From an optimization exercise on the open Yosys and OpenROAD flow, aimed at small area and a short achievable clock period; shortcuts taken in it are not production practice.
Where RTL was checked, it was by simulation tests only, not by an equivalence proof against the original.
Function not checked in run 2: the RTL went through the layout flow alone.

==> flow/design.v (outline; a module is shown in full before it is edited, if it fits) <==
// module rs_enc: 874 lines
// module rs_dec: 2559 lines
// module case_ecc_codec: 37 lines
module case_ecc_codec (
    input  wire         clk,
    input  wire         rst,
    input  wire         enc_valid,
    input  wire [127:0] enc_data,
    output wire         enc_out_valid,
    output wire [31:0]  enc_out_check,
    input  wire         dec_valid,
    input  wire [159:0] dec_word,
    input  wire [19:0]  dec_erase,
    output wire         dec_out_valid,
    output wire [127:0] dec_out_data,
    output wire         dec_out_corrected,
    output wire         dec_out_uncorrectable,
    output wire [4:0]   dec_out_last_dev
);
  // ...
==> flow/flow/run.sh <==
#!/bin/bash
# Standard ORFS layout (standard.sh) with two changes:
#  - the port buffers are buf_2 cells instead of the delay buffers that
#    buffer_ports picks by default (every port still gets its buffer);
#  - timing repair aims below the clock period (repair_timing's setup
#    margin), so it keeps improving the worst paths past the constraint.
bash standard.sh SETUP_SLACK_MARGIN=11.3 TNS_END_PERCENT=100 \
    "BUFFER_PORTS_ARGS=-buffer_cell sky130_fd_sc_hd__buf_2" finish > standard.log 2>&1
==> flow/standard.sh <==
#!/bin/bash
# synth_recipe.tcl (not shown) runs the flow's synth.tcl, then flattens the netlist and writes it again
# the make line also repeats each setting of config.mk as NAME=value (left out here)
make -C /OpenROAD-flow-scripts/flow DESIGN_CONFIG=/design/flow/config.mk WORK_HOME=/design/flow/orfs CLKGATE_MAP_FILE= SYNTH_SCRIPT=/design/flow/synth_recipe.tcl "${@:-finish}"
==> flow/config.mk <==
export PLATFORM = sky130hd
export DESIGN_NAME = case_ecc_codec
export DESIGN_NICKNAME = case_ecc_codec
export VERILOG_FILES = /design/flow/design.v
export SDC_FILE = /design/flow/constraint.sdc
export NUM_CORES = 4
export LEC_CHECK = 0
export CAP_MARGIN = 20
export CORE_MARGIN = 2
export CORE_UTILIZATION = 50
export SLEW_MARGIN = 20
==> flow/constraint.sdc <==
create_clock -name core_clock -period 16.0 [get_ports {clk}]
set_input_delay 3.2000 -clock core_clock [delete_from_list [all_inputs] [get_ports {clk}]]
set_output_delay 3.2000 -clock core_clock [all_outputs]
set_load 0.01 [all_outputs]
==> summary.txt, run 1 <==
Setup path
  • CP Launch Point: u_dec.e0_1
  • Req. time, crit path: 16.59 ns
  • Worst Path Max Fanout: 7
  • CP delay by family, top: XOR/XNOR gates

Finish
  • Utilization after layout: between 60 and 70%
  • Seq/total area: 25.55%
  • Most frequent cells in the layout: xnor2_1, dfxtp_1, xor2_1
  • Non-clk bufs: roughly 770
  • Multi-input logic cell count: about 5000
  • Multi-input gate area: between 40000 and 50000 um2
  • # diodes: 2
  • Final layout net count: 7161
  • Layout area overhead: 19.71%
  • FF+latch count: 894

Logic synthesis
  • Most frequent cell after synthesis: xnor2_1
  • Synth Area in Compound Gates: 6.335%
  • Top cells by count, synth: xnor2_1, dfxtp_1, xor2_1
  • Syn nets: 6579
  • Cell Area, Synth: 58660 um2

Timing
  • RSZ-0062 raised after global routing: true
  • Hold_ws: about 0.31 ns
  • Crit path time final: 4.994 ns
  • Max Clock Freq: 0.2002 GHz

Drt
  • Antenna-violating nets left: 0
  • Final WL: between 200 and 250 mm
  • Vias: approximately 47000

Clocking
  • Post-CTS setup buffer count: 97

Outcome
  • Status: finished clean

Floorplan
  • Chip Width: between 300 and 400 um
  • Rows: 125
  • Io pins: 481

GRT
  • Global route hottest layer: met2
==> inputs of run 2 (changes only) <==
--- a/flow/design.v
+++ b/flow/design.v
@@ -378,282 +378,275 @@
 module rs_enc (
     input  wire         clk,
     input  wire         rst,
     input  wire         in_valid,
     input  wire [127:0] in_data,
     output reg          out_valid,
     output reg  [31:0]  out_check
 );
-    reg         v0;
-    reg [127:0] d0;
-    always @(posedge clk) begin
-        if (rst) v0 <= 1'b0;
-        else     v0 <= in_valid;
-        d0 <= in_data;
-    end
     wire [31:0] chk;
-    wire ex0 = d0[22] ^ d0[92];
-    wire ex1 = d0[5] ^ d0[127];
-    wire ex2 = d0[109] ^ d0[111];
-    wire ex3 = d0[14] ^ d0[88];
-    wire ex4 = d0[58] ^ d0[108];
-    wire ex5 = d0[61] ^ d0[115];
-    wire ex6 = d0[8] ^ d0[116];
-    wire ex7 = d0[63] ^ d0[117];
-    wire ex8 = d0[65] ^ d0[105];
-    wire ex9 = d0[80] ^ d0[96];
-    wire ex10 = d0[81] ^ d0[97];
-    wire ex11 = d0[3] ^ d0[125];
-    wire ex12 = d0[4] ^ d0[126];
-    wire ex13 = d0[9] ^ d0[33];
-    wire ex14 = d0[11] ^ d0[66];
-    wire ex15 = d0[15] ^ d0[118];
-    wire ex16 = d0[16] ^ d0[94];
-    wire ex17 = d0[21] ^ d0[42];
-    wire ex18 = d0[23] ^ d0[41];
-    wire ex19 = d0[32] ^ d0[48];
-    wire ex20 = d0[67] ^ d0[107];
-    wire ex21 = d0[86] ^ d0[101];
-    wire ex22 = d0[40] ^ ex0;
-    wire ex23 = d0[2] ^ d0[95];
-    wire ex24 = d0[13] ^ d0[20];
-    wire ex25 = d0[18] ^ d0[90];
-    wire ex26 = d0[43] ^ d0[103];
-    wire ex27 = d0[45] ^ d0[104];
-    wire ex28 = d0[60] ^ d0[114];
-    wire ex29 = d0[64] ^ d0[110];
-    wire ex30 = d0[87] ^ d0[102];
-    wire ex31 = d0[68] ^ ex4;
-    wire ex32 = d0[119] ^ ex1;
-    wire ex33 = d0[6] ^ d0[56];
-    wire ex34 = d0[10] ^ d0[44];
-    wire ex35 = d0[51] ^ d0[74];
-    wire ex36 = d0[85] ^ d0[106];
-    wire ex37 = d0[62] ^ ex6;
-    wire ex38 = d0[12] ^ d0[17];
-    wire ex39 = d0[19] ^ d0[76];
-    wire ex40 = d0[46] ^ d0[54];
-    wire ex41 = d0[47] ^ d0[55];
-    wire ex42 = d0[49] ^ d0[59];
-    wire ex43 = d0[57] ^ d0[93];
-    wire ex44 = d0[72] ^ d0[83];
-    wire ex45 = d0[82] ^ d0[98];
-    wire ex46 = d0[69] ^ ex2;
-    wire ex47 = d0[121] ^ ex11;
-    wire ex48 = d0[0] ^ d0[122];
-    wire ex49 = d0[1] ^ d0[123];
-    wire ex50 = d0[52] ^ d0[77];
-    wire ex51 = d0[53] ^ d0[78];
-    wire ex52 = d0[84] ^ d0[91];
-    wire ex53 = d0[120] ^ d0[124];
-    wire ex54 = d0[7] ^ ex8;
-    wire ex55 = d0[75] ^ ex7;
-    wire ex56 = d0[89] ^ ex5;
-    wire ex57 = d0[37] ^ d0[100];
-    wire ex58 = d0[39] ^ d0[73];
-    wire ex59 = d0[24] ^ ex15;
-    wire ex60 = d0[34] ^ ex10;
-    wire ex61 = d0[35] ^ ex14;
-    wire ex62 = d0[70] ^ ex13;
-    wire ex63 = d0[79] ^ ex36;
+    wire ex0 = in_data[22] ^ in_data[92];
+    wire ex1 = in_data[5] ^ in_data[127];
+    wire ex2 = in_data[109] ^ in_data[111];
+    wire ex3 = in_data[14] ^ in_data[88];
+    wire ex4 = in_data[58] ^ in_data[108];
+    wire ex5 = in_data[61] ^ in_data[115];
+    wire ex6 = in_data[8] ^ in_data[116];
+    wire ex7 = in_data[63] ^ in_data[117];
+    wire ex8 = in_data[65] ^ in_data[105];
+    wire ex9 = in_data[80] ^ in_data[96];
+    wire ex10 = in_data[81] ^ in_data[97];
+    wire ex11 = in_data[3] ^ in_data[125];
+    wire ex12 = in_data[4] ^ in_data[126];
+    wire ex13 = in_data[9] ^ in_data[33];
+    wire ex14 = in_data[11] ^ in_data[66];
+    wire ex15 = in_data[15] ^ in_data[118];
+    wire ex16 = in_data[16] ^ in_data[94];
+    wire ex17 = in_data[21] ^ in_data[42];
+    wire ex18 = in_data[23] ^ in_data[41];
+    wire ex19 = in_data[32] ^ in_data[48];
+    wire ex20 = in_data[67] ^ in_data[107];
+    wire ex21 = in_data[86] ^ in_data[101];
+    wire ex22 = in_data[40] ^ ex0;
+    wire ex23 = in_data[2] ^ in_data[95];
+    wire ex24 = in_data[13] ^ in_data[20];
+    wire ex25 = in_data[18] ^ in_data[90];
+    wire ex26 = in_data[43] ^ in_data[103];
+    wire ex27 = in_data[45] ^ in_data[104];
+    wire ex28 = in_data[60] ^ in_data[114];
+    wire ex29 = in_data[64] ^ in_data[110];
+    wire ex30 = in_data[87] ^ in_data[102];
+    wire ex31 = in_data[68] ^ ex4;
+    wire ex32 = in_data[119] ^ ex1;
+    wire ex33 = in_data[6] ^ in_data[56];
+    wire ex34 = in_data[10] ^ in_data[44];
+    wire ex35 = in_data[51] ^ in_data[74];
+    wire ex36 = in_data[85] ^ in_data[106];
+    wire ex37 = in_data[62] ^ ex6;
+    wire ex38 = in_data[12] ^ in_data[17];
+    wire ex39 = in_data[19] ^ in_data[76];
+    wire ex40 = in_data[46] ^ in_data[54];
+    wire ex41 = in_data[47] ^ in_data[55];
+    wire ex42 = in_data[49] ^ in_data[59];
+    wire ex43 = in_data[57] ^ in_data[93];
+    wire ex44 = in_data[72] ^ in_data[83];
+    wire ex45 = in_data[82] ^ in_data[98];
+    wire ex46 = in_data[69] ^ ex2;
+    wire ex47 = in_data[121] ^ ex11;
+    wire ex48 = in_data[0] ^ in_data[122];
+    wire ex49 = in_data[1] ^ in_data[123];
+    wire ex50 = in_data[52] ^ in_data[77];
+    wire ex51 = in_data[53] ^ in_data[78];
+    wire ex52 = in_data[84] ^ in_data[91];
+    wire ex53 = in_data[120] ^ in_data[124];
+    wire ex54 = in_data[7] ^ ex8;
+    wire ex55 = in_data[75] ^ ex7;
+    wire ex56 = in_data[89] ^ ex5;
+    wire ex57 = in_data[37] ^ in_data[100];
+    wire ex58 = in_data[39] ^ in_data[73];
+    wire ex59 = in_data[24] ^ ex15;
+    wire ex60 = in_data[34] ^ ex10;
+    wire ex61 = in_data[35] ^ ex14;
+    wire ex62 = in_data[70] ^ ex13;
+    wire ex63 = in_data[79] ^ ex36;
     wire ex64 = ex9 ^ ex20;
     wire ex65 = ex18 ^ ex21;
-    wire ex66 = d0[38] ^ ex22;
-    wire ex67 = d0[31] ^ d0[71];
-    wire ex68 = d0[99] ^ d0[113];
-    wire ex69 = d0[36] ^ ex29;
-    wire ex70 = d0[50] ^ ex3;
-    wire ex71 = d0[112] ^ ex44;
+    wire ex66 = in_data[38] ^ ex22;
+    wire ex67 = in_data[31] ^ in_data[71];
+    wire ex68 = in_data[99] ^ in_data[113];
+    wire ex69 = in_data[36] ^ ex29;
+    wire ex70 = in_data[50] ^ ex3;
+    wire ex71 = in_data[112] ^ ex44;
     wire ex72 = ex12 ^ ex16;
     wire ex73 = ex19 ^ ex25;
-    wire ex74 = d0[25] ^ ex24;
-    wire ex75 = d0[27] ^ ex35;
+    wire ex74 = in_data[25] ^ ex24;
+    wire ex75 = in_data[27] ^ ex35;
     wire ex76 = ex17 ^ ex26;
     wire ex77 = ex23 ^ ex38;
     wire ex78 = ex27 ^ ex28;
     wire ex79 = ex30 ^ ex33;
     wire ex80 = ex37 ^ ex54;
     wire ex81 = ex40 ^ ex63;
-    wire ex82 = d0[113] ^ ex53;
+    wire ex82 = in_data[113] ^ ex53;
     wire ex83 = ex34 ^ ex41;
     wire ex84 = ex48 ^ ex51;
-    wire ex85 = d0[29] ^ ex71;
+    wire ex85 = in_data[29] ^ ex71;
     wire ex86 = ex31 ^ ex42;
     wire ex87 = ex43 ^ ex65;
     wire ex88 = ex50 ^ ex55;
-    wire ex89 = d0[30] ^ d0[51];
-    wire ex90 = d0[16] ^ ex45;
-    wire ex91 = d0[26] ^ ex52;
-    wire ex92 = d0[28] ^ ex3;
+    wire ex89 = in_data[30] ^ in_data[51];
+    wire ex90 = in_data[16] ^ ex45;
+    wire ex91 = in_data[26] ^ ex52;
+    wire ex92 = in_data[28] ^ ex3;
     wire ex93 = ex39 ^ ex49;
-    wire ex94 = d0[86] ^ ex62;
+    wire ex94 = in_data[86] ^ ex62;
     wire ex95 = ex17 ^ ex70;
     wire ex96 = ex28 ^ ex46;
     wire ex97 = ex30 ^ ex32;
     wire ex98 = ex47 ^ ex64;
     wire ex99 = ex56 ^ ex69;
     wire ex100 = ex58 ^ ex72;
-    wire ex101 = d0[9] ^ d0[114];
-    wire ex102 = d0[12] ^ d0[40];
-    wire ex103 = d0[13] ^ d0[49];
-    wire ex104 = d0[24] ^ d0[102];
-    wire ex105 = d0[76] ^ d0[82];
-    wire ex106 = d0[94] ^ d0[119];
-    wire ex107 = d0[107] ^ d0[116];
-    wire ex108 = d0[22] ^ ex68;
-    wire ex109 = d0[50] ^ ex26;
-    wire ex110 = d0[85] ^ ex57;
-    wire ex111 = d0[105] ^ ex0;
-    wire ex112 = d0[106] ^ ex45;
-    wire ex113 = d0[108] ^ ex42;
-    wire ex114 = d0[118] ^ ex27;
-    wire ex115 = d0[2] ^ ex78;
-    wire ex116 = d0[21] ^ ex61;
-    wire ex117 = d0[34] ^ ex32;
-    wire ex118 = d0[43] ^ ex56;
-    wire ex119 = d0[56] ^ ex93;
-    wire ex120 = d0[100] ^ ex60;
-    wire ex121 = d0[103] ^ ex79;
-    wire ex122 = d0[115] ^ ex83;
-    wire ex123 = d0[124] ^ ex77;
+    wire ex101 = in_data[9] ^ in_data[114];
+    wire ex102 = in_data[12] ^ in_data[40];
+    wire ex103 = in_data[13] ^ in_data[49];
+    wire ex104 = in_data[24] ^ in_data[102];
+    wire ex105 = in_data[76] ^ in_data[82];
+    wire ex106 = in_data[94] ^ in_data[119];
+    wire ex107 = in_data[107] ^ in_data[116];
+    wire ex108 = in_data[22] ^ ex68;
+    wire ex109 = in_data[50] ^ ex26;
+    wire ex110 = in_data[85] ^ ex57;
+    wire ex111 = in_data[105] ^ ex0;
+    wire ex112 = in_data[106] ^ ex45;
+    wire ex113 = in_data[108] ^ ex42;
+    wire ex114 = in_data[118] ^ ex27;
+    wire ex115 = in_data[2] ^ ex78;
+    wire ex116 = in_data[21] ^ ex61;
+    wire ex117 = in_data[34] ^ ex32;
+    wire ex118 = in_data[43] ^ ex56;
+    wire ex119 = in_data[56] ^ ex93;
+    wire ex120 = in_data[100] ^ ex60;
+    wire ex121 = in_data[103] ^ ex79;
+    wire ex122 = in_data[115] ^ ex83;
+    wire ex123 = in_data[124] ^ ex77;
     wire ex124 = ex16 ^ ex22;
     wire ex125 = ex23 ^ ex82;
     wire ex126 = ex37 ^ ex67;
     wire ex127 = ex39 ^ ex59;
     wire ex128 = ex25 ^ ex66;
     wire ex129 = ex33 ^ ex81;
     wire ex130 = ex73 ^ ex80;
-    wire ex131 = d0[6] ^ d0[19];
-    wire ex132 = d0[7] ^ d0[8];
-    wire ex133 = d0[10] ^ d0[66];
-    wire ex134 = d0[11] ^ d0[47];
-    wire ex135 = d0[14] ^ d0[98];
-    wire ex136 = d0[17] ^ d0[73];
-    wire ex137 = d0[20] ^ d0[123];
-    wire ex138 = d0[25] ^ d0[91];
-    wire ex139 = d0[26] ^ d0[28];
-    wire ex140 = d0[29] ^ d0[110];
-    wire ex141 = d0[32] ^ d0[87];
-    wire ex142 = d0[33] ^ d0[90];
-    wire ex143 = d0[37] ^ d0[78];
-    wire ex144 = d0[39] ^ d0[97];
-    wire ex145 = d0[41] ^ d0[77];
-    wire ex146 = d0[42] ^ d0[57];
-    wire ex147 = d0[46] ^ d0[111];
-    wire ex148 = d0[53] ^ d0[96];
-    wire ex149 = d0[59] ^ d0[75];
-    wire ex150 = d0[60] ^ d0[101];
-    wire ex151 = d0[88] ^ d0[99];
-    wire ex152 = d0[89] ^ d0[122];
-    wire ex153 = d0[95] ^ d0[121];
-    wire ex154 = d0[110] ^ d0[112];
-    wire ex155 = d0[15] ^ ex104;
-    wire ex156 = d0[18] ^ ex103;
-    wire ex157 = d0[30] ^ ex5;
-    wire ex158 = d0[35] ^ ex13;
-    wire ex159 = d0[44] ^ ex89;
-    wire ex160 = d0[52] ^ ex49;
-    wire ex161 = d0[55] ^ ex34;
-    wire ex162 = d0[57] ^ ex20;
-    wire ex163 = d0[62] ^ ex107;
-    wire ex164 = d0[72] ^ ex35;
-    wire ex165 = d0[79] ^ ex7;
-    wire ex166 = d0[83] ^ ex2;
-    wire ex167 = d0[84] ^ ex43;
-    wire ex168 = d0[93] ^ ex29;
-    wire ex169 = d0[104] ^ ex1;
-    wire ex170 = d0[109] ^ ex24;
+    wire ex131 = in_data[6] ^ in_data[19];
+    wire ex132 = in_data[7] ^ in_data[8];
+    wire ex133 = in_data[10] ^ in_data[66];
+    wire ex134 = in_data[11] ^ in_data[47];
+    wire ex135 = in_data[14] ^ in_data[98];
+    wire ex136 = in_data[17] ^ in_data[73];
+    wire ex137 = in_data[20] ^ in_data[123];
+    wire ex138 = in_data[25] ^ in_data[91];
+    wire ex139 = in_data[26] ^ in_data[28];
+    wire ex140 = in_data[29] ^ in_data[110];
+    wire ex141 = in_data[32] ^ in_data[87];
+    wire ex142 = in_data[33] ^ in_data[90];
+    wire ex143 = in_data[37] ^ in_data[78];
+    wire ex144 = in_data[39] ^ in_data[97];
+    wire ex145 = in_data[41] ^ in_data[77];
+    wire ex146 = in_data[42] ^ in_data[57];
+    wire ex147 = in_data[46] ^ in_data[111];
+    wire ex148 = in_data[53] ^ in_data[96];
+    wire ex149 = in_data[59] ^ in_data[75];
+    wire ex150 = in_data[60] ^ in_data[101];
+    wire ex151 = in_data[88] ^ in_data[99];
+    wire ex152 = in_data[89] ^ in_data[122];
+    wire ex153 = in_data[95] ^ in_data[121];
+    wire ex154 = in_data[110] ^ in_data[112];
+    wire ex155 = in_data[15] ^ ex104;
+    wire ex156 = in_data[18] ^ ex103;
+    wire ex157 = in_data[30] ^ ex5;
+    wire ex158 = in_data[35] ^ ex13;
+    wire ex159 = in_data[44] ^ ex89;
+    wire ex160 = in_data[52] ^ ex49;
+    wire ex161 = in_data[55] ^ ex34;
+    wire ex162 = in_data[57] ^ ex20;
+    wire ex163 = in_data[62] ^ ex107;
+    wire ex164 = in_data[72] ^ ex35;
+    wire ex165 = in_data[79] ^ ex7;
+    wire ex166 = in_data[83] ^ ex2;
+    wire ex167 = in_data[84] ^ ex43;
+    wire ex168 = in_data[93] ^ ex29;
+    wire ex169 = in_data[104] ^ ex1;
+    wire ex170 = in_data[109] ^ ex24;
     wire ex171 = ex8 ^ ex9;
     wire ex172 = ex15 ^ ex50;
     wire ex173 = ex21 ^ ex101;
     wire ex174 = ex38 ^ ex137;
-    wire ex175 = d0[1] ^ ex31;
-    wire ex176 = d0[38] ^ ex112;
-    wire ex177 = d0[45] ^ ex75;
-    wire ex178 = d0[54] ^ ex47;
-    wire ex179 = d0[68] ^ ex84;
-    wire ex180 = d0[91] ^ ex76;
-    wire ex181 = d0[92] ^ ex90;
-    wire ex182 = d0[117] ^ ex76;
-    wire ex183 = d0[127] ^ ex92;
+    wire ex175 = in_data[1] ^ ex31;
+    wire ex176 = in_data[38] ^ ex112;
+    wire ex177 = in_data[45] ^ ex75;
+    wire ex178 = in_data[54] ^ ex47;
+    wire ex179 = in_data[68] ^ ex84;
+    wire ex180 = in_data[91] ^ ex76;
+    wire ex181 = in_data[92] ^ ex90;
+    wire ex182 = in_data[117] ^ ex76;
+    wire ex183 = in_data[127] ^ ex92;
     wire ex184 = ex18 ^ ex91;
     wire ex185 = ex52 ^ ex69;
     wire ex186 = ex60 ^ ex106;
     wire ex187 = ex74 ^ ex144;
     wire ex188 = ex102 ^ ex108;
-    wire ex189 = d0[58] ^ ex95;
-    wire ex190 = d0[71] ^ ex86;
-    wire ex191 = d0[126] ^ ex98;
+    wire ex189 = in_data[58] ^ ex95;
+    wire ex190 = in_data[71] ^ ex86;
+    wire ex191 = in_data[126] ^ ex98;
     wire ex192 = ex10 ^ ex123;
     wire ex193 = ex12 ^ ex99;
     wire ex194 = ex36 ^ ex87;
     wire ex195 = ex61 ^ ex97;
     wire ex196 = ex74 ^ ex117;
-    wire ex197 = d0[3] ^ d0[48];
-    wire ex198 = d0[4] ^ d0[70];
-    wire ex199 = d0[10] ^ d0[13];
-    wire ex200 = d0[14] ^ d0[113];
-    wire ex201 = d0[23] ^ d0[36];
-    wire ex202 = d0[31] ^ d0[41];
-    wire ex203 = d0[32] ^ d0[81];
-    wire ex204 = d0[63] ^ d0[121];
-    wire ex205 = d0[66] ^ d0[67];
-    wire ex206 = d0[5] ^ ex41;
-    wire ex207 = d0[6] ^ ex105;
-    wire ex208 = d0[12] ^ ex14;
-    wire ex209 = d0[17] ^ ex12;
-    wire ex210 = d0[20] ^ ex8;
-    wire ex211 = d0[22] ^ ex154;
-    wire ex212 = d0[24] ^ ex136;
-    wire ex213 = d0[34] ^ ex2;
-    wire ex214 = d0[43] ^ ex147;
-    wire ex215 = d0[52] ^ ex51;
-    wire ex216 = d0[69] ^ ex34;
-    wire ex217 = d0[74] ^ ex11;
-    wire ex218 = d0[74] ^ ex57;
-    wire ex219 = d0[77] ^ ex19;
-    wire ex220 = d0[79] ^ ex197;
-    wire ex221 = d0[80] ^ ex68;
-    wire ex222 = d0[82] ^ ex145;
-    wire ex223 = d0[90] ^ ex15;
-    wire ex224 = d0[101] ^ ex141;
-    wire ex225 = d0[105] ^ ex18;
-    wire ex226 = d0[111] ^ ex151;
-    wire ex227 = d0[116] ^ ex5;
-    wire ex228 = d0[123] ^ ex44;
-    wire ex229 = d0[125] ^ ex132;
+    wire ex197 = in_data[3] ^ in_data[48];
+    wire ex198 = in_data[4] ^ in_data[70];
+    wire ex199 = in_data[10] ^ in_data[13];
+    wire ex200 = in_data[14] ^ in_data[113];
+    wire ex201 = in_data[23] ^ in_data[36];
+    wire ex202 = in_data[31] ^ in_data[41];
+    wire ex203 = in_data[32] ^ in_data[81];
+    wire ex204 = in_data[63] ^ in_data[121];
+    wire ex205 = in_data[66] ^ in_data[67];
+    wire ex206 = in_data[5] ^ ex41;
+    wire ex207 = in_data[6] ^ ex105;
+    wire ex208 = in_data[12] ^ ex14;
+    wire ex209 = in_data[17] ^ ex12;
+    wire ex210 = in_data[20] ^ ex8;
+    wire ex211 = in_data[22] ^ ex154;
+    wire ex212 = in_data[24] ^ ex136;
+    wire ex213 = in_data[34] ^ ex2;
+    wire ex214 = in_data[43] ^ ex147;
+    wire ex215 = in_data[52] ^ ex51;
+    wire ex216 = in_data[69] ^ ex34;
+    wire ex217 = in_data[74] ^ ex11;
+    wire ex218 = in_data[74] ^ ex57;
+    wire ex219 = in_data[77] ^ ex19;
+    wire ex220 = in_data[79] ^ ex197;
+    wire ex221 = in_data[80] ^ ex68;
+    wire ex222 = in_data[82] ^ ex145;
+    wire ex223 = in_data[90] ^ ex15;
+    wire ex224 = in_data[101] ^ ex141;
+    wire ex225 = in_data[105] ^ ex18;
+    wire ex226 = in_data[111] ^ ex151;
+    wire ex227 = in_data[116] ^ ex5;
+    wire ex228 = in_data[123] ^ ex44;
+    wire ex229 = in_data[125] ^ ex132;
     wire ex230 = ex4 ^ ex202;
     wire ex231 = ex6 ^ ex27;
     wire ex232 = ex21 ^ ex142;
     wire ex233 = ex24 ^ ex53;
     wire ex234 = ex26 ^ ex146;
     wire ex235 = ex39 ^ ex133;
     wire ex236 = ex41 ^ ex67;
     wire ex237 = ex48 ^ ex139;
     wire ex238 = ex48 ^ ex148;
-    wire ex239 = d0[0] ^ ex46;
-    wire ex240 = d0[2] ^ ex111;
-    wire ex241 = d0[3] ^ ex161;
-    wire ex242 = d0[19] ^ ex70;
-    wire ex243 = d0[27] ^ ex59;
-    wire ex244 = d0[31] ^ ex32;
-    wire ex245 = d0[39] ^ ex73;
-    wire ex246 = d0[44] ^ ex73;
-    wire ex247 = d0[49] ^ ex171;
-    wire ex248 = d0[58] ^ ex75;
-    wire ex249 = d0[64] ^ ex55;
-    wire ex250 = d0[65] ^ ex169;
-    wire ex251 = d0[70] ^ ex64;
-    wire ex252 = d0[81] ^ ex160;
-    wire ex253 = d0[84] ^ ex46;
-    wire ex254 = d0[93] ^ ex31;
-    wire ex255 = d0[103] ^ ex63;
-    wire ex256 = d0[104] ^ ex113;
-    wire ex257 = d0[127] ^ ex84;
+    wire ex239 = in_data[0] ^ ex46;
+    wire ex240 = in_data[2] ^ ex111;
+    wire ex241 = in_data[3] ^ ex161;
+    wire ex242 = in_data[19] ^ ex70;
+    wire ex243 = in_data[27] ^ ex59;
+    wire ex244 = in_data[31] ^ ex32;
+    wire ex245 = in_data[39] ^ ex73;
+    wire ex246 = in_data[44] ^ ex73;
+    wire ex247 = in_data[49] ^ ex171;
+    wire ex248 = in_data[58] ^ ex75;
+    wire ex249 = in_data[64] ^ ex55;
+    wire ex250 = in_data[65] ^ ex169;
+    wire ex251 = in_data[70] ^ ex64;
+    wire ex252 = in_data[81] ^ ex160;
+    wire ex253 = in_data[84] ^ ex46;
+    wire ex254 = in_data[93] ^ ex31;
+    wire ex255 = in_data[103] ^ ex63;
+    wire ex256 = in_data[104] ^ ex113;
+    wire ex257 = in_data[127] ^ ex84;
     wire ex258 = ex2 ^ ex158;
     wire ex259 = ex9 ^ ex78;
     wire ex260 = ex10 ^ ex165;
     wire ex261 = ex16 ^ ex164;
     wire ex262 = ex19 ^ ex208;
     wire ex263 = ex40 ^ ex170;
     wire ex264 = ex45 ^ ex163;
     wire ex265 = ex47 ^ ex110;
@@ -672,24 +665,24 @@
     wire ex278 = ex90 ^ ex152;
     wire ex279 = ex91 ^ ex156;
     wire ex280 = ex143 ^ ex172;
     wire ex281 = ex159 ^ ex166;
     wire ex282 = ex162 ^ ex219;
     wire ex283 = ex167 ^ ex227;
     wire ex284 = ex174 ^ ex231;
     wire ex285 = ex201 ^ ex216;
-    wire ex286 = d0[7] ^ ex88;
-    wire ex287 = d0[15] ^ ex66;
-    wire ex288 = d0[42] ^ ex85;
-    wire ex289 = d0[53] ^ ex125;
-    wire ex290 = d0[89] ^ ex121;
-    wire ex291 = d0[108] ^ ex126;
-    wire ex292 = d0[120] ^ ex100;
-    wire ex293 = d0[126] ^ ex115;
+    wire ex286 = in_data[7] ^ ex88;
+    wire ex287 = in_data[15] ^ ex66;
+    wire ex288 = in_data[42] ^ ex85;
+    wire ex289 = in_data[53] ^ ex125;
+    wire ex290 = in_data[89] ^ ex121;
+    wire ex291 = in_data[108] ^ ex126;
+    wire ex292 = in_data[120] ^ ex100;
+    wire ex293 = in_data[126] ^ ex115;
     wire ex294 = ex1 ^ ex127;
     wire ex295 = ex3 ^ ex119;
     wire ex296 = ex14 ^ ex87;
     wire ex297 = ex51 ^ ex85;
     wire ex298 = ex64 ^ ex122;
     wire ex299 = ex65 ^ ex116;
     wire ex300 = ex66 ^ ex235;
     wire ex301 = ex72 ^ ex98;
@@ -704,270 +697,270 @@
     wire ex310 = ex119 ^ ex248;
     wire ex311 = ex120 ^ ex124;
     wire ex312 = ex122 ^ ex213;
     wire ex313 = ex131 ^ ex184;
     wire ex314 = ex177 ^ ex212;
     wire ex315 = ex180 ^ ex276;
     wire ex316 = ex181 ^ ex228;
     wire ex317 = ex200 ^ ex269;
-    wire ex318 = d0[33] ^ ex130;
+    wire ex318 = in_data[33] ^ ex130;
     wire ex319 = ex40 ^ ex191;
     wire ex320 = ex96 ^ ex190;
     wire ex321 = ex128 ^ ex187;
     wire ex322 = ex129 ^ ex153;
     wire ex323 = ex129 ^ ex236;
     wire ex324 = ex176 ^ ex296;
     wire ex325 = ex188 ^ ex301;
     wire ex326 = ex189 ^ ex207;
     wire ex327 = ex193 ^ ex300;
     wire ex328 = ex194 ^ ex298;
     wire ex329 = ex196 ^ ex198;
-    wire ex330 = d0[17] ^ d0[68];
-    wire ex331 = d0[119] ^ d0[121];
+    wire ex330 = in_data[17] ^ in_data[68];
+    wire ex331 = in_data[119] ^ in_data[121];
     wire ex332 = ex0 ^ ex131;
     wire ex333 = ex330 ^ ex331;
     wire ex334 = ex92 ^ ex156;
     wire ex335 = ex214 ^ ex229;
     wire ex336 = ex332 ^ ex333;
     wire ex337 = ex116 ^ ex249;
     wire ex338 = ex270 ^ ex274;
     wire ex339 = ex278 ^ ex334;
     wire ex340 = ex335 ^ ex336;
     wire ex341 = ex289 ^ ex337;
     wire ex342 = ex338 ^ ex339;
     wire ex343 = ex340 ^ ex328;
     wire ex344 = ex341 ^ ex342;
     wire ex345 = ex343 ^ ex344;
-    wire ex346 = d0[26] ^ d0[71];
-    wire ex347 = d0[99] ^ ex30;
+    wire ex346 = in_data[26] ^ in_data[71];
+    wire ex347 = in_data[99] ^ ex30;
     wire ex348 = ex152 ^ ex346;
     wire ex349 = ex70 ^ ex173;
     wire ex350 = ex347 ^ ex348;
     wire ex351 = ex127 ^ ex186;
     wire ex352 = ex254 ^ ex268;
     wire ex353 = ex284 ^ ex285;
     wire ex354 = ex349 ^ ex350;
     wire ex355 = ex128 ^ ex288;
     wire ex356 = ex351 ^ ex352;
     wire ex357 = ex353 ^ ex354;
     wire ex358 = ex319 ^ ex355;
     wire ex359 = ex356 ^ ex357;
     wire ex360 = ex358 ^ ex359;
-    wire ex361 = d0[75] ^ d0[85];
+    wire ex361 = in_data[75] ^ in_data[85];
     wire ex362 = ex10 ^ ex148;
     wire ex363 = ex204 ^ ex361;
     wire ex364 = ex159 ^ ex174;
     wire ex365 = ex229 ^ ex362;
     wire ex366 = ex363 ^ ex121;
     wire ex367 = ex183 ^ ex240;
     wire ex368 = ex243 ^ ex253;
     wire ex369 = ex256 ^ ex282;
     wire ex370 = ex364 ^ ex365;
     wire ex371 = ex306 ^ ex366;
     wire ex372 = ex367 ^ ex368;
     wire ex373 = ex369 ^ ex370;
     wire ex374 = ex371 ^ ex372;
     wire ex375 = ex373 ^ ex374;
-    wire ex376 = d0[97] ^ ex140;
+    wire ex376 = in_data[97] ^ ex140;
     wire ex377 = ex79 ^ ex215;
     wire ex378 = ex218 ^ ex230;
     wire ex379 = ex376 ^ ex240;
     wire ex380 = ex273 ^ ex377;
     wire ex381 = ex378 ^ ex294;
     wire ex382 = ex312 ^ ex317;
     wire ex383 = ex379 ^ ex380;
     wire ex384 = ex319 ^ ex381;
     wire ex385 = ex382 ^ ex383;
     wire ex386 = ex384 ^ ex385;
-    wire ex387 = d0[18] ^ d0[96];
-    wire ex388 = d0[114] ^ ex89;
+    wire ex387 = in_data[18] ^ in_data[96];
+    wire ex388 = in_data[114] ^ ex89;
     wire ex389 = ex107 ^ ex387;
     wire ex390 = ex82 ^ ex113;
     wire ex391 = ex155 ^ ex388;
     wire ex392 = ex389 ^ ex94;
     wire ex393 = ex183 ^ ex260;
     wire ex394 = ex263 ^ ex265;
     wire ex395 = ex390 ^ ex391;
     wire ex396 = ex315 ^ ex392;
     wire ex397 = ex393 ^ ex394;
     wire ex398 = ex395 ^ ex327;
     wire ex399 = ex396 ^ ex397;
     wire ex400 = ex398 ^ ex399;
-    wire ex401 = d0[11] ^ d0[67];
+    wire ex401 = in_data[11] ^ in_data[67];
     wire ex402 = ex12 ^ ex28;
     wire ex403 = ex141 ^ ex401;
     wire ex404 = ex47 ^ ex65;
     wire ex405 = ex168 ^ ex402;
     wire ex406 = ex403 ^ ex85;
     wire ex407 = ex182 ^ ex242;
     wire ex408 = ex250 ^ ex278;
     wire ex409 = ex280 ^ ex404;
     wire ex410 = ex405 ^ ex291;
     wire ex411 = ex312 ^ ex406;
     wire ex412 = ex407 ^ ex408;
     wire ex413 = ex409 ^ ex321;
     wire ex414 = ex410 ^ ex411;
     wire ex415 = ex412 ^ ex413;
     wire ex416 = ex414 ^ ex415;
-    wire ex417 = d0[38] ^ ex13;
+    wire ex417 = in_data[38] ^ ex13;
     wire ex418 = ex17 ^ ex135;
     wire ex419 = ex108 ^ ex165;
     wire ex420 = ex168 ^ ex171;
     wire ex421 = ex223 ^ ex417;
     wire ex422 = ex418 ^ ex179;
     wire ex423 = ex284 ^ ex419;
     wire ex424 = ex420 ^ ex421;
     wire ex425 = ex195 ^ ex292;
     wire ex426 = ex309 ^ ex313;
     wire ex427 = ex422 ^ ex423;
     wire ex428 = ex424 ^ ex425;
     wire ex429 = ex426 ^ ex427;
     wire ex430 = ex428 ^ ex429;
-    wire ex431 = d0[39] ^ d0[45];
-    wire ex432 = d0[74] ^ ex38;
+    wire ex431 = in_data[39] ^ in_data[45];
+    wire ex432 = in_data[74] ^ ex38;
     wire ex433 = ex52 ^ ex101;
     wire ex434 = ex154 ^ ex205;
     wire ex435 = ex431 ^ ex160;
     wire ex436 = ex226 ^ ex233;
     wire ex437 = ex432 ^ ex433;
     wire ex438 = ex434 ^ ex182;
     wire ex439 = ex243 ^ ex244;
     wire ex440 = ex285 ^ ex435;
     wire ex441 = ex436 ^ ex437;
     wire ex442 = ex130 ^ ex311;
     wire ex443 = ex438 ^ ex439;
     wire ex444 = ex440 ^ ex441;
     wire ex445 = ex322 ^ ex442;
     wire ex446 = ex443 ^ ex444;
     wire ex447 = ex445 ^ ex446;
-    wire ex448 = d0[122] ^ ex151;
+    wire ex448 = in_data[122] ^ ex151;
     wire ex449 = ex59 ^ ex71;
     wire ex450 = ex77 ^ ex109;
     wire ex451 = ex233 ^ ex448;
     wire ex452 = ex120 ^ ex181;
     wire ex453 = ex241 ^ ex250;
     wire ex454 = ex271 ^ ex282;
     wire ex455 = ex449 ^ ex450;
     wire ex456 = ex451 ^ ex193;
     wire ex457 = ex313 ^ ex452;
     wire ex458 = ex453 ^ ex454;
     wire ex459 = ex455 ^ ex320;
     wire ex460 = ex456 ^ ex457;
     wire ex461 = ex458 ^ ex459;
     wire ex462 = ex460 ^ ex461;
-    wire ex463 = d0[78] ^ ex33;
+    wire ex463 = in_data[78] ^ ex33;
     wire ex464 = ex34 ^ ex56;
     wire ex465 = ex168 ^ ex221;
     wire ex466 = ex463 ^ ex95;
     wire ex467 = ex253 ^ ex265;
     wire ex468 = ex273 ^ ex464;
     wire ex469 = ex465 ^ ex190;
     wire ex470 = ex314 ^ ex316;
     wire ex471 = ex466 ^ ex467;
     wire ex472 = ex468 ^ ex318;
     wire ex473 = ex329 ^ ex469;
     wire ex474 = ex470 ^ ex471;
     wire ex475 = ex472 ^ ex473;
     wire ex476 = ex474 ^ ex475;
-    wire ex477 = d0[46] ^ d0[115];
+    wire ex477 = in_data[46] ^ in_data[115];
     wire ex478 = ex23 ^ ex104;
     wire ex479 = ex477 ^ ex114;
     wire ex480 = ex478 ^ ex183;
     wire ex481 = ex241 ^ ex254;
     wire ex482 = ex255 ^ ex261;
     wire ex483 = ex264 ^ ex479;
     wire ex484 = ex286 ^ ex299;
     wire ex485 = ex480 ^ ex481;
     wire ex486 = ex482 ^ ex483;
     wire ex487 = ex321 ^ ex484;
     wire ex488 = ex485 ^ ex486;
     wire ex489 = ex487 ^ ex488;
-    wire ex490 = d0[11] ^ d0[71];
-    wire ex491 = d0[124] ^ ex19;
+    wire ex490 = in_data[11] ^ in_data[71];
+    wire ex491 = in_data[124] ^ ex19;
     wire ex492 = ex490 ^ ex74;
     wire ex493 = ex214 ^ ex491;
     wire ex494 = ex88 ^ ex97;
     wire ex495 = ex179 ^ ex247;
     wire ex496 = ex277 ^ ex492;
     wire ex497 = ex493 ^ ex293;
     wire ex498 = ex304 ^ ex311;
     wire ex499 = ex494 ^ ex495;
     wire ex500 = ex496 ^ ex326;
     wire ex501 = ex497 ^ ex498;
     wire ex502 = ex499 ^ ex500;
     wire ex503 = ex501 ^ ex502;
-    wire ex504 = d0[9] ^ d0[99];
-    wire ex505 = d0[100] ^ d0[108];
-    wire ex506 = d0[117] ^ d0[125];
+    wire ex504 = in_data[9] ^ in_data[99];
+    wire ex505 = in_data[100] ^ in_data[108];
+    wire ex506 = in_data[117] ^ in_data[125];
     wire ex507 = ex43 ^ ex89;
     wire ex508 = ex504 ^ ex505;
     wire ex509 = ex506 ^ ex22;
     wire ex510 = ex170 ^ ex224;
     wire ex511 = ex507 ^ ex508;
     wire ex512 = ex100 ^ ex116;
     wire ex513 = ex179 ^ ex185;
     wire ex514 = ex251 ^ ex509;
     wire ex515 = ex510 ^ ex511;
     wire ex516 = ex295 ^ ex302;
     wire ex517 = ex308 ^ ex512;
     wire ex518 = ex513 ^ ex514;
     wire ex519 = ex515 ^ ex516;
     wire ex520 = ex517 ^ ex518;
     wire ex521 = ex519 ^ ex520;
-    wire ex522 = d0[21] ^ d0[102];
-    wire ex523 = d0[112] ^ ex3;
+    wire ex522 = in_data[21] ^ in_data[102];
+    wire ex523 = in_data[112] ^ ex3;
     wire ex524 = ex7 ^ ex13;
     wire ex525 = ex133 ^ ex522;
     wire ex526 = ex31 ^ ex169;
     wire ex527 = ex172 ^ ex218;
     wire ex528 = ex523 ^ ex524;
     wire ex529 = ex525 ^ ex87;
     wire ex530 = ex99 ^ ex124;
     wire ex531 = ex239 ^ ex266;
     wire ex532 = ex526 ^ ex527;
     wire ex533 = ex528 ^ ex191;
     wire ex534 = ex192 ^ ex529;
     wire ex535 = ex530 ^ ex531;
     wire ex536 = ex532 ^ ex323;
     wire ex537 = ex533 ^ ex534;
     wire ex538 = ex535 ^ ex536;
     wire ex539 = ex537 ^ ex538;
-    wire ex540 = d0[37] ^ ex11;
+    wire ex540 = in_data[37] ^ ex11;
     wire ex541 = ex17 ^ ex41;
     wire ex542 = ex149 ^ ex46;
     wire ex543 = ex209 ^ ex211;
     wire ex544 = ex540 ^ ex541;
     wire ex545 = ex125 ^ ex175;
     wire ex546 = ex186 ^ ex251;
     wire ex547 = ex257 ^ ex272;
     wire ex548 = ex542 ^ ex543;
     wire ex549 = ex544 ^ ex130;
     wire ex550 = ex290 ^ ex545;
     wire ex551 = ex546 ^ ex547;
     wire ex552 = ex548 ^ ex324;
     wire ex553 = ex549 ^ ex550;
     wire ex554 = ex551 ^ ex552;
     wire ex555 = ex553 ^ ex554;
-    wire ex556 = d0[23] ^ d0[54];
+    wire ex556 = in_data[23] ^ in_data[54];
     wire ex557 = ex23 ^ ex29;
     wire ex558 = ex44 ^ ex132;
     wire ex559 = ex556 ^ ex234;
     wire ex560 = ex557 ^ ex558;
     wire ex561 = ex176 ^ ex245;
     wire ex562 = ex260 ^ ex274;
     wire ex563 = ex559 ^ ex560;
     wire ex564 = ex195 ^ ex295;
     wire ex565 = ex561 ^ ex562;
     wire ex566 = ex563 ^ ex320;
     wire ex567 = ex325 ^ ex564;
     wire ex568 = ex565 ^ ex566;
     wire ex569 = ex567 ^ ex568;
-    wire ex570 = d0[25] ^ d0[83];
-    wire ex571 = d0[120] ^ d0[122];
+    wire ex570 = in_data[25] ^ in_data[83];
+    wire ex571 = in_data[120] ^ in_data[122];
     wire ex572 = ex5 ^ ex7;
     wire ex573 = ex19 ^ ex35;
     wire ex574 = ex105 ^ ex142;
     wire ex575 = ex146 ^ ex147;
     wire ex576 = ex570 ^ ex571;
     wire ex577 = ex60 ^ ex114;
     wire ex578 = ex161 ^ ex215;
     wire ex579 = ex225 ^ ex572;
@@ -976,66 +969,66 @@
     wire ex582 = ex121 ^ ex185;
     wire ex583 = ex577 ^ ex578;
     wire ex584 = ex579 ^ ex580;
     wire ex585 = ex581 ^ ex291;
     wire ex586 = ex582 ^ ex583;
     wire ex587 = ex584 ^ ex325;
     wire ex588 = ex585 ^ ex586;
     wire ex589 = ex587 ^ ex588;
-    wire ex590 = d0[114] ^ ex103;
+    wire ex590 = in_data[114] ^ ex103;
     wire ex591 = ex134 ^ ex153;
     wire ex592 = ex31 ^ ex32;
     wire ex593 = ex60 ^ ex209;
     wire ex594 = ex234 ^ ex238;
     wire ex595 = ex590 ^ ex591;
     wire ex596 = ex88 ^ ex184;
     wire ex597 = ex258 ^ ex270;
     wire ex598 = ex592 ^ ex593;
     wire ex599 = ex594 ^ ex595;
     wire ex600 = ex302 ^ ex316;
     wire ex601 = ex596 ^ ex597;
     wire ex602 = ex598 ^ ex599;
     wire ex603 = ex600 ^ ex601;
     wire ex604 = ex602 ^ ex603;
-    wire ex605 = d0[47] ^ d0[59];
-    wire ex606 = d0[61] ^ ex4;
+    wire ex605 = in_data[47] ^ in_data[59];
+    wire ex606 = in_data[61] ^ ex4;
     wire ex607 = ex135 ^ ex138;
     wire ex608 = ex205 ^ ex605;
     wire ex609 = ex72 ^ ex82;
     wire ex610 = ex109 ^ ex158;
     wire ex611 = ex606 ^ ex607;
     wire ex612 = ex608 ^ ex97;
     wire ex613 = ex126 ^ ex178;
     wire ex614 = ex239 ^ ex252;
     wire ex615 = ex609 ^ ex610;
     wire ex616 = ex611 ^ ex128;
     wire ex617 = ex194 ^ ex314;
     wire ex618 = ex612 ^ ex613;
     wire ex619 = ex614 ^ ex615;
     wire ex620 = ex616 ^ ex617;
     wire ex621 = ex618 ^ ex619;
     wire ex622 = ex620 ^ ex621;
-    wire ex623 = d0[3] ^ d0[78];
-    wire ex624 = d0[113] ^ ex67;
+    wire ex623 = in_data[3] ^ in_data[78];
+    wire ex624 = in_data[113] ^ ex67;
     wire ex625 = ex139 ^ ex149;
     wire ex626 = ex623 ^ ex166;
     wire ex627 = ex624 ^ ex625;
     wire ex628 = ex245 ^ ex259;
     wire ex629 = ex626 ^ ex627;
     wire ex630 = ex192 ^ ex294;
     wire ex631 = ex304 ^ ex307;
     wire ex632 = ex628 ^ ex629;
     wire ex633 = ex630 ^ ex631;
     wire ex634 = ex632 ^ ex633;
-    wire ex635 = d0[8] ^ d0[19];
-    wire ex636 = d0[36] ^ d0[55];
-    wire ex637 = d0[80] ^ d0[98];
-    wire ex638 = d0[102] ^ d0[118];
-    wire ex639 = d0[119] ^ ex20;
+    wire ex635 = in_data[8] ^ in_data[19];
+    wire ex636 = in_data[36] ^ in_data[55];
+    wire ex637 = in_data[80] ^ in_data[98];
+    wire ex638 = in_data[102] ^ in_data[118];
+    wire ex639 = in_data[119] ^ ex20;
     wire ex640 = ex24 ^ ex42;
     wire ex641 = ex43 ^ ex50;
     wire ex642 = ex204 ^ ex635;
     wire ex643 = ex636 ^ ex637;
     wire ex644 = ex638 ^ ex46;
     wire ex645 = ex75 ^ ex84;
     wire ex646 = ex230 ^ ex639;
     wire ex647 = ex640 ^ ex641;
@@ -1044,80 +1037,80 @@
     wire ex650 = ex255 ^ ex644;
     wire ex651 = ex645 ^ ex646;
     wire ex652 = ex647 ^ ex648;
     wire ex653 = ex288 ^ ex293;
     wire ex654 = ex649 ^ ex650;
     wire ex655 = ex651 ^ ex652;
     wire ex656 = ex653 ^ ex654;
     wire ex657 = ex655 ^ ex656;
-    wire ex658 = d0[28] ^ d0[73];
-    wire ex659 = d0[75] ^ d0[107];
-    wire ex660 = d0[112] ^ ex29;
+    wire ex658 = in_data[28] ^ in_data[73];
+    wire ex659 = in_data[75] ^ in_data[107];
+    wire ex660 = in_data[112] ^ ex29;
     wire ex661 = ex52 ^ ex57;
     wire ex662 = ex106 ^ ex658;
     wire ex663 = ex659 ^ ex76;
     wire ex664 = ex220 ^ ex225;
     wire ex665 = ex660 ^ ex661;
     wire ex666 = ex662 ^ ex242;
     wire ex667 = ex252 ^ ex257;
     wire ex668 = ex259 ^ ex263;
     wire ex669 = ex275 ^ ex663;
     wire ex670 = ex664 ^ ex665;
     wire ex671 = ex303 ^ ex666;
     wire ex672 = ex667 ^ ex668;
     wire ex673 = ex669 ^ ex670;
     wire ex674 = ex671 ^ ex672;
     wire ex675 = ex673 ^ ex674;
-    wire ex676 = d0[4] ^ d0[80];
+    wire ex676 = in_data[4] ^ in_data[80];
     wire ex677 = ex105 ^ ex676;
     wire ex678 = ex113 ^ ex164;
     wire ex679 = ex224 ^ ex677;
     wire ex680 = ex81 ^ ex95;
     wire ex681 = ex120 ^ ex126;
     wire ex682 = ex266 ^ ex277;
     wire ex683 = ex678 ^ ex679;
     wire ex684 = ex287 ^ ex289;
     wire ex685 = ex305 ^ ex680;
     wire ex686 = ex681 ^ ex682;
     wire ex687 = ex683 ^ ex684;
     wire ex688 = ex685 ^ ex686;
     wire ex689 = ex687 ^ ex688;
-    wire ex690 = d0[40] ^ d0[50];
-    wire ex691 = d0[56] ^ d0[90];
-    wire ex692 = d0[93] ^ ex9;
+    wire ex690 = in_data[40] ^ in_data[50];
+    wire ex691 = in_data[56] ^ in_data[90];
+    wire ex692 = in_data[93] ^ ex9;
     wire ex693 = ex203 ^ ex690;
     wire ex694 = ex691 ^ ex112;
     wire ex695 = ex155 ^ ex163;
     wire ex696 = ex211 ^ ex692;
     wire ex697 = ex693 ^ ex88;
     wire ex698 = ex178 ^ ex271;
     wire ex699 = ex694 ^ ex695;
     wire ex700 = ex696 ^ ex299;
     wire ex701 = ex308 ^ ex309;
     wire ex702 = ex697 ^ ex698;
     wire ex703 = ex699 ^ ex700;
     wire ex704 = ex701 ^ ex702;
     wire ex705 = ex703 ^ ex704;
-    wire ex706 = d0[20] ^ d0[31];
-    wire ex707 = d0[91] ^ d0[94];
+    wire ex706 = in_data[20] ^ in_data[31];
+    wire ex707 = in_data[91] ^ in_data[94];
     wire ex708 = ex35 ^ ex58;
     wire ex709 = ex149 ^ ex706;
     wire ex710 = ex707 ^ ex237;
     wire ex711 = ex708 ^ ex709;
     wire ex712 = ex96 ^ ex280;
     wire ex713 = ex710 ^ ex711;
     wire ex714 = ex195 ^ ex712;
     wire ex715 = ex713 ^ ex318;
     wire ex716 = ex326 ^ ex328;
     wire ex717 = ex714 ^ ex715;
     wire ex718 = ex716 ^ ex717;
-    wire ex719 = d0[0] ^ d0[60];
-    wire ex720 = d0[79] ^ d0[95];
-    wire ex721 = d0[106] ^ ex6;
+    wire ex719 = in_data[0] ^ in_data[60];
+    wire ex720 = in_data[79] ^ in_data[95];
+    wire ex721 = in_data[106] ^ ex6;
     wire ex722 = ex20 ^ ex719;
     wire ex723 = ex720 ^ ex79;
     wire ex724 = ex93 ^ ex721;
     wire ex725 = ex722 ^ ex99;
     wire ex726 = ex177 ^ ex180;
     wire ex727 = ex186 ^ ex262;
     wire ex728 = ex723 ^ ex724;
     wire ex729 = ex286 ^ ex287;
@@ -1146,17 +1139,17 @@
     wire ex752 = ex749 ^ ex124;
     wire ex753 = ex178 ^ ex187;
     wire ex754 = ex247 ^ ex750;
     wire ex755 = ex751 ^ ex310;
     wire ex756 = ex315 ^ ex752;
     wire ex757 = ex753 ^ ex754;
     wire ex758 = ex755 ^ ex756;
     wire ex759 = ex757 ^ ex758;
-    wire ex760 = d0[35] ^ d0[87];
+    wire ex760 = in_data[35] ^ in_data[87];
     wire ex761 = ex760 ^ ex110;
     wire ex762 = ex220 ^ ex66;
     wire ex763 = ex85 ^ ex244;
     wire ex764 = ex264 ^ ex268;
     wire ex765 = ex272 ^ ex761;
     wire ex766 = ex192 ^ ex305;
     wire ex767 = ex306 ^ ex310;
     wire ex768 = ex762 ^ ex763;
@@ -1172,36 +1165,36 @@
     wire ex778 = ex256 ^ ex275;
     wire ex779 = ex773 ^ ex774;
     wire ex780 = ex775 ^ ex776;
     wire ex781 = ex777 ^ ex778;
     wire ex782 = ex779 ^ ex324;
     wire ex783 = ex329 ^ ex780;
     wire ex784 = ex781 ^ ex782;
     wire ex785 = ex783 ^ ex784;
-    wire ex786 = d0[5] ^ d0[48];
-    wire ex787 = d0[92] ^ ex67;
+    wire ex786 = in_data[5] ^ in_data[48];
+    wire ex787 = in_data[92] ^ ex67;
     wire ex788 = ex102 ^ ex786;
     wire ex789 = ex78 ^ ex110;
     wire ex790 = ex162 ^ ex217;
     wire ex791 = ex221 ^ ex787;
     wire ex792 = ex788 ^ ex80;
     wire ex793 = ex127 ^ ex249;
     wire ex794 = ex258 ^ ex279;
     wire ex795 = ex789 ^ ex790;
     wire ex796 = ex791 ^ ex189;
     wire ex797 = ex290 ^ ex292;
     wire ex798 = ex297 ^ ex792;
     wire ex799 = ex793 ^ ex794;
     wire ex800 = ex795 ^ ex796;
     wire ex801 = ex797 ^ ex798;
     wire ex802 = ex799 ^ ex800;
     wire ex803 = ex801 ^ ex802;
-    wire ex804 = d0[30] ^ d0[72];
-    wire ex805 = d0[100] ^ d0[104];
+    wire ex804 = in_data[30] ^ in_data[72];
+    wire ex805 = in_data[100] ^ in_data[104];
     wire ex806 = ex136 ^ ex145;
     wire ex807 = ex203 ^ ex804;
     wire ex808 = ex805 ^ ex54;
     wire ex809 = ex75 ^ ex167;
     wire ex810 = ex173 ^ ex223;
     wire ex811 = ex806 ^ ex807;
     wire ex812 = ex86 ^ ex808;
     wire ex813 = ex809 ^ ex810;
@@ -1240,17 +1233,17 @@
     assign chk[26] = ex747;
     assign chk[27] = ex759;
     assign chk[28] = ex772;
     assign chk[29] = ex785;
     assign chk[30] = ex803;
     assign chk[31] = ex819;
     always @(posedge clk) begin
         if (rst) out_valid <= 1'b0;
-        else     out_valid <= v0;
+        else     out_valid <= in_valid;
         out_check <= chk;
     end
 endmodule
 module rs_dec (
     input  wire         clk,
     input  wire         rst,
     input  wire         in_valid,
     input  wire [159:0] in_word,
@@ -2486,35 +2479,36 @@
     assign s3_c[2] = sx694;
     assign s3_c[3] = sx715;
     assign s3_c[4] = sx733;
     assign s3_c[5] = sx751;
     assign s3_c[6] = sx772;
     assign s3_c[7] = sx792;
     reg       e0;           
     reg [7:0] xa, xa2;      
-    reg [7:0] m1, m2, m3, m4;
+    reg [7:0] m1, m2, m3, m4, m5;
     always @(*) begin
         e0  = (e0r == 20'd0);
         xa  = 8'h00;
         xa2 = 8'h00;
         for (j = 19; j >= 0; j = j - 1)
             if (e0r[j]) begin
                 xa  = dev_x(j);
                 xa2 = gf_sq(dev_x(j));
             end
         m1 = gf_mul(s0_c, e0 ? s2_c : xa);     
         m2 = gf_mul(s1_c, e0 ? s3_c : xa);     
-        m3 = gf_mul(s2_c, e0 ? s1_c : xa);     
+        m3 = gf_mul(s2_c, e0 ? s1_c : 8'h01);  
         m4 = gf_mul(s0_c, e0 ? s3_c : xa2);    
+        m5 = gf_mul(s2_c, xa);                 
     end
     reg         v1;
     reg [127:0] data1;
     reg [19:0]  e1;
-    reg [7:0]   s0_1, s1_1, s2_1, s3_1, m1_1, m2_1, m3_1, m4_1;
+    reg [7:0]   s0_1, s1_1, s2_1, s3_1, m1_1, m2_1, m3_1, m4_1, m5_1;
     reg         e0_1;
     reg [1:0]   ecnt1;
     always @(posedge clk) begin
         if (rst) v1 <= 1'b0;
         else     v1 <= v0;
         data1 <= w0[127:0];
         e1    <= e0r;
         ecnt1 <= cnt3(e0r);
@@ -2522,34 +2516,35 @@
         s0_1  <= s0_c;
         s1_1  <= s1_c;
         s2_1  <= s2_c;
         s3_1  <= s3_c;
         m1_1  <= m1;
         m2_1  <= m2;
         m3_1  <= m3;
         m4_1  <= m4;
+        m5_1  <= m5;
     end
     reg [7:0]  t0, t1, t2, dd, pp, qq, ax;
     reg [3:0]  nx;
     reg [19:0] hita_c, hitb_c;
     reg        tzero_c, t0nz_c, chka_c, dnz_c;
     wire [159:0] ca, cb;
     always @(*) begin
         dd = gf_sq(s1_1) ^ m1_1;
         qq = gf_sq(s2_1) ^ m2_1;
         pp = m3_1 ^ m4_1;
         t0 = s1_1 ^ (e0_1 ? 8'h00 : m1_1);
         t1 = s2_1 ^ (e0_1 ? 8'h00 : m2_1);
-        t2 = s3_1 ^ (e0_1 ? 8'h00 : m3_1);
+        t2 = s3_1 ^ m5_1;
         tzero_c = (t0 == 8'h00) && (t1 == 8'h00) && (t2 == 8'h00);
         t0nz_c  = (t0 != 8'h00);
         chka_c  = (gf_mul(t0, t2) == gf_sq(t1));
         dnz_c   = (dd != 8'h00);
-        ax = to_tower(m4_1 ^ (e0_1 ? m3_1 : s2_1));
+        ax = to_tower(m4_1 ^ m3_1);
         nx = inv16(t_norm(ax));
     end
     wire cax0 = t0[6] ^ t0[7];
     wire cax1 = t0[4] ^ t0[5];
     wire cax2 = t0[2] ^ t0[3];
     wire cax3 = t0[0] ^ t0[1];
     wire cax4 = t0[1] ^ cax0;
     wire cax5 = t0[6] ^ cax1;
==> summary.txt, run 2 <==
Timing
  • Final worst slack: 11.15 ns (was 11.01 ns)
  • Worst-margin pin slew: 1.163 ns (was 1.272 ns)
  • Hold_ws: 0.2892 ns (was 0.3133 ns)
  • RSZ-0062 raised after global routing: true (unchanged)
  • Max Transition Viols Final: 0 (unchanged)
  • Fin crit share: 30.31% (was 31.21%)
  • Final setup vio count: 0 (unchanged)
  • Hold Fails Final Rpt: 0 (unchanged)
  • Setup TNS Final: 0 ns (unchanged)
  • Max-Slew Margin vs Limit: 21.77% (was 14.06%)
  • Clk_skew: 0.08020 ns (was 0.05942 ns)
  • Crit path time final: 4.850 ns (was 4.994 ns)
  • Max Clock Freq: 0.2062 GHz (was 0.2002 GHz)

GRT
  • Antenna violations before repair: 9 (was 19)
  • Largest net degree at the start of global routing: 38 (was 39)
  • Vias in the first global route: 45025 (was 44860)
  • First-pass GRT wire length: 327.8 mm (was 320.4 mm)
  • Grt total ovfl: 0 (unchanged)
  • GRT Resource Usage Total: 38.90% (was 36.63%)

Drt
  • WL/cell: 27.73 um (was 26.94 um)
  • Drt pass-1 iters: 5 (was 6)
  • Vias: 48222 (was 46980)
  • Residual DRC: 0 (unchanged)
  • 1st-iter DRT viols: 5695 (was 5350)
  • Antenna-violating nets left: 0 (unchanged)
  • Final WL: 235.7 mm (was 227.3 mm)
  • Vias per Instance: 5.673 (was 5.569)

Clocking
  • Clock Path Buffers: 3 (unchanged)
  • Root buffer cell: clkbuf_16 (unchanged)
  • CTS Sinks: 773 (was 894)
  • CTS tree: yes (unchanged)
  • CTS buffer count: 79 (was 90)
  • Clock transition at path regs: 0.07 ns (was 0.06 ns)
  • Depth of the CTS H-tree: 3 (unchanged)
  • Hold bufs inserted after CTS: 0 (unchanged)
  • Worst-Skew Late Latency: 0.71 ns (was 0.73 ns)

Finish
  • Layout area overhead: 22.82% (was 19.71%)
  • Multi-input gate area: 44040 um2 (was 41920 um2)
  • Utilization after layout: 62.07% (was 60.44%)
  • Commonest non-fill, non-tap cell in the layout: xnor2_1 (unchanged)
  • Register area: 15570 um2 (was 17940 um2)
  • Final layout net count: 7261 (was 7161)
  • Largest Register: u_dec.w0 (unchanged)
  • Most frequent cells in the layout: xnor2_1, dfxtp_1, xor2_1 (unchanged)
  • Finished Cell Area: 70020 um2 (was 70230 um2)
  • Final cell count without fillers: 8501 (was 8436)
  • Max reg flops: 160 (unchanged)
  • Fill cells: 9711 (was 10145)
  • Share of cells above drive strength 1: 21.73% (was 19.13%)

Flow run
  • # Max-Cap Violations: 0 (unchanged)

Logic synthesis
  • Synth area leaders: xnor2_1, dfxtp_1, xor2_1 (unchanged)
  • Ys Warns: 2 (unchanged)
  • Syn avg cell area: 9.015 um2 (was 9.385 um2)
  • Most frequent cell after synthesis: xnor2_1 (unchanged)
  • Seq/Total Area, Yosys: 27.14% (was 30.51%)
  • Top cells by count, synth: xnor2_1, dfxtp_1, xor2_1 (unchanged)
  • Cell Area, Synth: 57010 um2 (was 58660 um2)
  • Post-synth EDFFs: 0 (unchanged)
  • Cell count after synthesis: 6324 (was 6251)
  • Post-synth top area share: 35.80% (was 35.09%)
  • Post-synth ARST share: 0% (unchanged)
  • Primary flip-flop cell chosen by synthesis mapping: dfxtp_1 (unchanged)
  • Post-synthesis cell type count: 91 (was 92)
  • Leading area contributor after synthesis: xnor2_1 (unchanged)
  • Syn nets: 6652 (was 6579)
  • Flop and latch count out of synthesis: 773 (was 894)

Setup path
  • Crit Path Class: reg2reg (unchanged)
  • FF-to-FF Start: u_dec.m4_1[3] (was u_dec.e0_1)
  • CP Launch Point: u_dec.m4_1[3] (was u_dec.e0_1)
  • CP Launch Type: register (unchanged)
  • Worst Path Max Fanout: 6 (was 7)
  • Critical Path End Type: register (unchanged)
  • Critical Path AT: 5.36 ns (was 5.59 ns)
  • Req. time, crit path: 16.51 ns (was 16.59 ns)

Floorplan
  • Chip Width: 341.7 um (was 346.5 um)
  • Rows: 123 (was 125)
  • Initial Util: 50.54% (was 50.48%)
  • Die Ht: 341.7 um (was 346.5 um)
  • Core area: 112800 um2 (was 116200 um2)
  • Io pins: 481 (unchanged)
  • Die area: 116700 um2 (was 120100 um2)

Place
  • Port bufs: 480 (unchanged)
  • Area after DPL: 62760 um2 (was 63520 um2)
  • Post-placement cell count: 8179 (was 8135)
  • Final GP Congestion: 1.076 (was 1.068)
  • Final HPWL DP: 185.4 mm (was 177.3 mm)
  • Post-place setup slack: 10.09 ns (was 9.399 ns)

Hold path
  • Hold path start: u_dec.s0_1[3] (was u_dec.data1[22])
  • Worst Hold Class: reg2reg (unchanged)

Outcome
  • Status: finished clean (unchanged)
==> run 2: critical path, cell delays in order (launching register included) <==
cell and delay (ns):
dfxtp_4 0.36, xnor2_4 0.15, buf_12 0.14, xnor3_2 0.46, clkinv_4 0.09, ha_4 0.17, xor2_2 0.18, xnor2_2 0.18
xnor2_2 0.20, xnor3_2 0.51, ha_4 0.24, or2_4 0.24, a21oi_2 0.16, a31o_4 0.13, buf_6 0.12, mux2i_2 0.24
a21oi_2 0.10, xnor2_1 0.12, buf_4 0.15, xnor3_2 0.41, xnor3_1 0.36
==> run 2: per-layer routing <==
| metal | GRT usage (%) | up-vias | part of all wire (%) |
|---|---|---|---|
| met2 | 60.57 | 2883 | 44 |
| li1 | - | 21664 | - |
| met1 | 52.24 | 23093 | 40 |
| met5 | 0 | - | 0.0034 |
| met3 | 6.794 | 580 | 10 |
| met4 | 18.45 | 2 | 5.7 |
==> run 2: cell type report <==
cell class,count,share of cell area (%)
tap,1500,2.680
timing repair inverter,3,0.03217
sequential,773,22.23
multi-input combinational,5182,62.90
inverter,72,0.4485
clock buffer,102,3.190
timing repair buffer,822,7.489
clock inverter,44,1.015
antenna,3,0.01072
==> run 2: cell families after synthesis <==
family                   Yosys count  synth area share, %
AO/OA/AOI/OAI                    642                7.023
XOR/XNOR                        3207                51.76
adder cells (fa/ha/maj)           26               0.5267
buffers and inverters            370                2.539
flip-flops                       773                27.14
multiplexers                      55                1.025
AND/OR/NAND/NOR                 1251                9.977
==> run 2: final timing paths <==
kind	endpoint	slack (ns)	cells after the start
min reg2reg	u_dec.s0_2[3]	0.29	0
min	u_dec.s0_2[3]	0.29	0
max	u_dec.zz2[1]	11.15	20
max reg2reg	u_dec.zz2[1]	11.15	20
==> run 2: timing repair <==
action	CTS	global route
resized for setup	276	200
gates cloned	6	1
buffers inserted	70	96
setup endpoints to repair	185	160
pin swaps	43	76

==> re-timing with driven ports <==
How much do the figures lean on ideal ports? The routed layouts below were timed once more, with nothing changed but the port constraints.
Step 1 (the two cells are an assumption about what drives the block):
set clk [get_ports {clk}]
set_driving_cell -lib_cell sky130_fd_sc_hd__clkbuf_16 $clk
set_driving_cell -lib_cell sky130_fd_sc_hd__buf_2 [delete_from_list [all_inputs] $clk]
Step 2 moves the port delays by t, midway between the first and last clock arrival at a register: inputs arrive t later, outputs are due t later. That takes back most of the time a late clock gives input paths.
Slacks: ideal ports / drivers / drivers and shift; pairs: ideal ports / drivers.
| run | shift t [ns] | setup WS [ns] | slew at the worst register clock pin (ns) |
|---|---|---|---|
| run 1 | 0.787 | 11.006 / 11.006 / 11.006 | 0.07 / 0.07 |
| run 2 | 0.741 | 11.150 / 11.150 / 10.543 | 0.08 / 0.08 |
After both steps setup and hold are still met in every run listed. The setup slack of run 2, which loses most, moves by 0.000 ns with the drivers and by -0.607 ns with both steps.
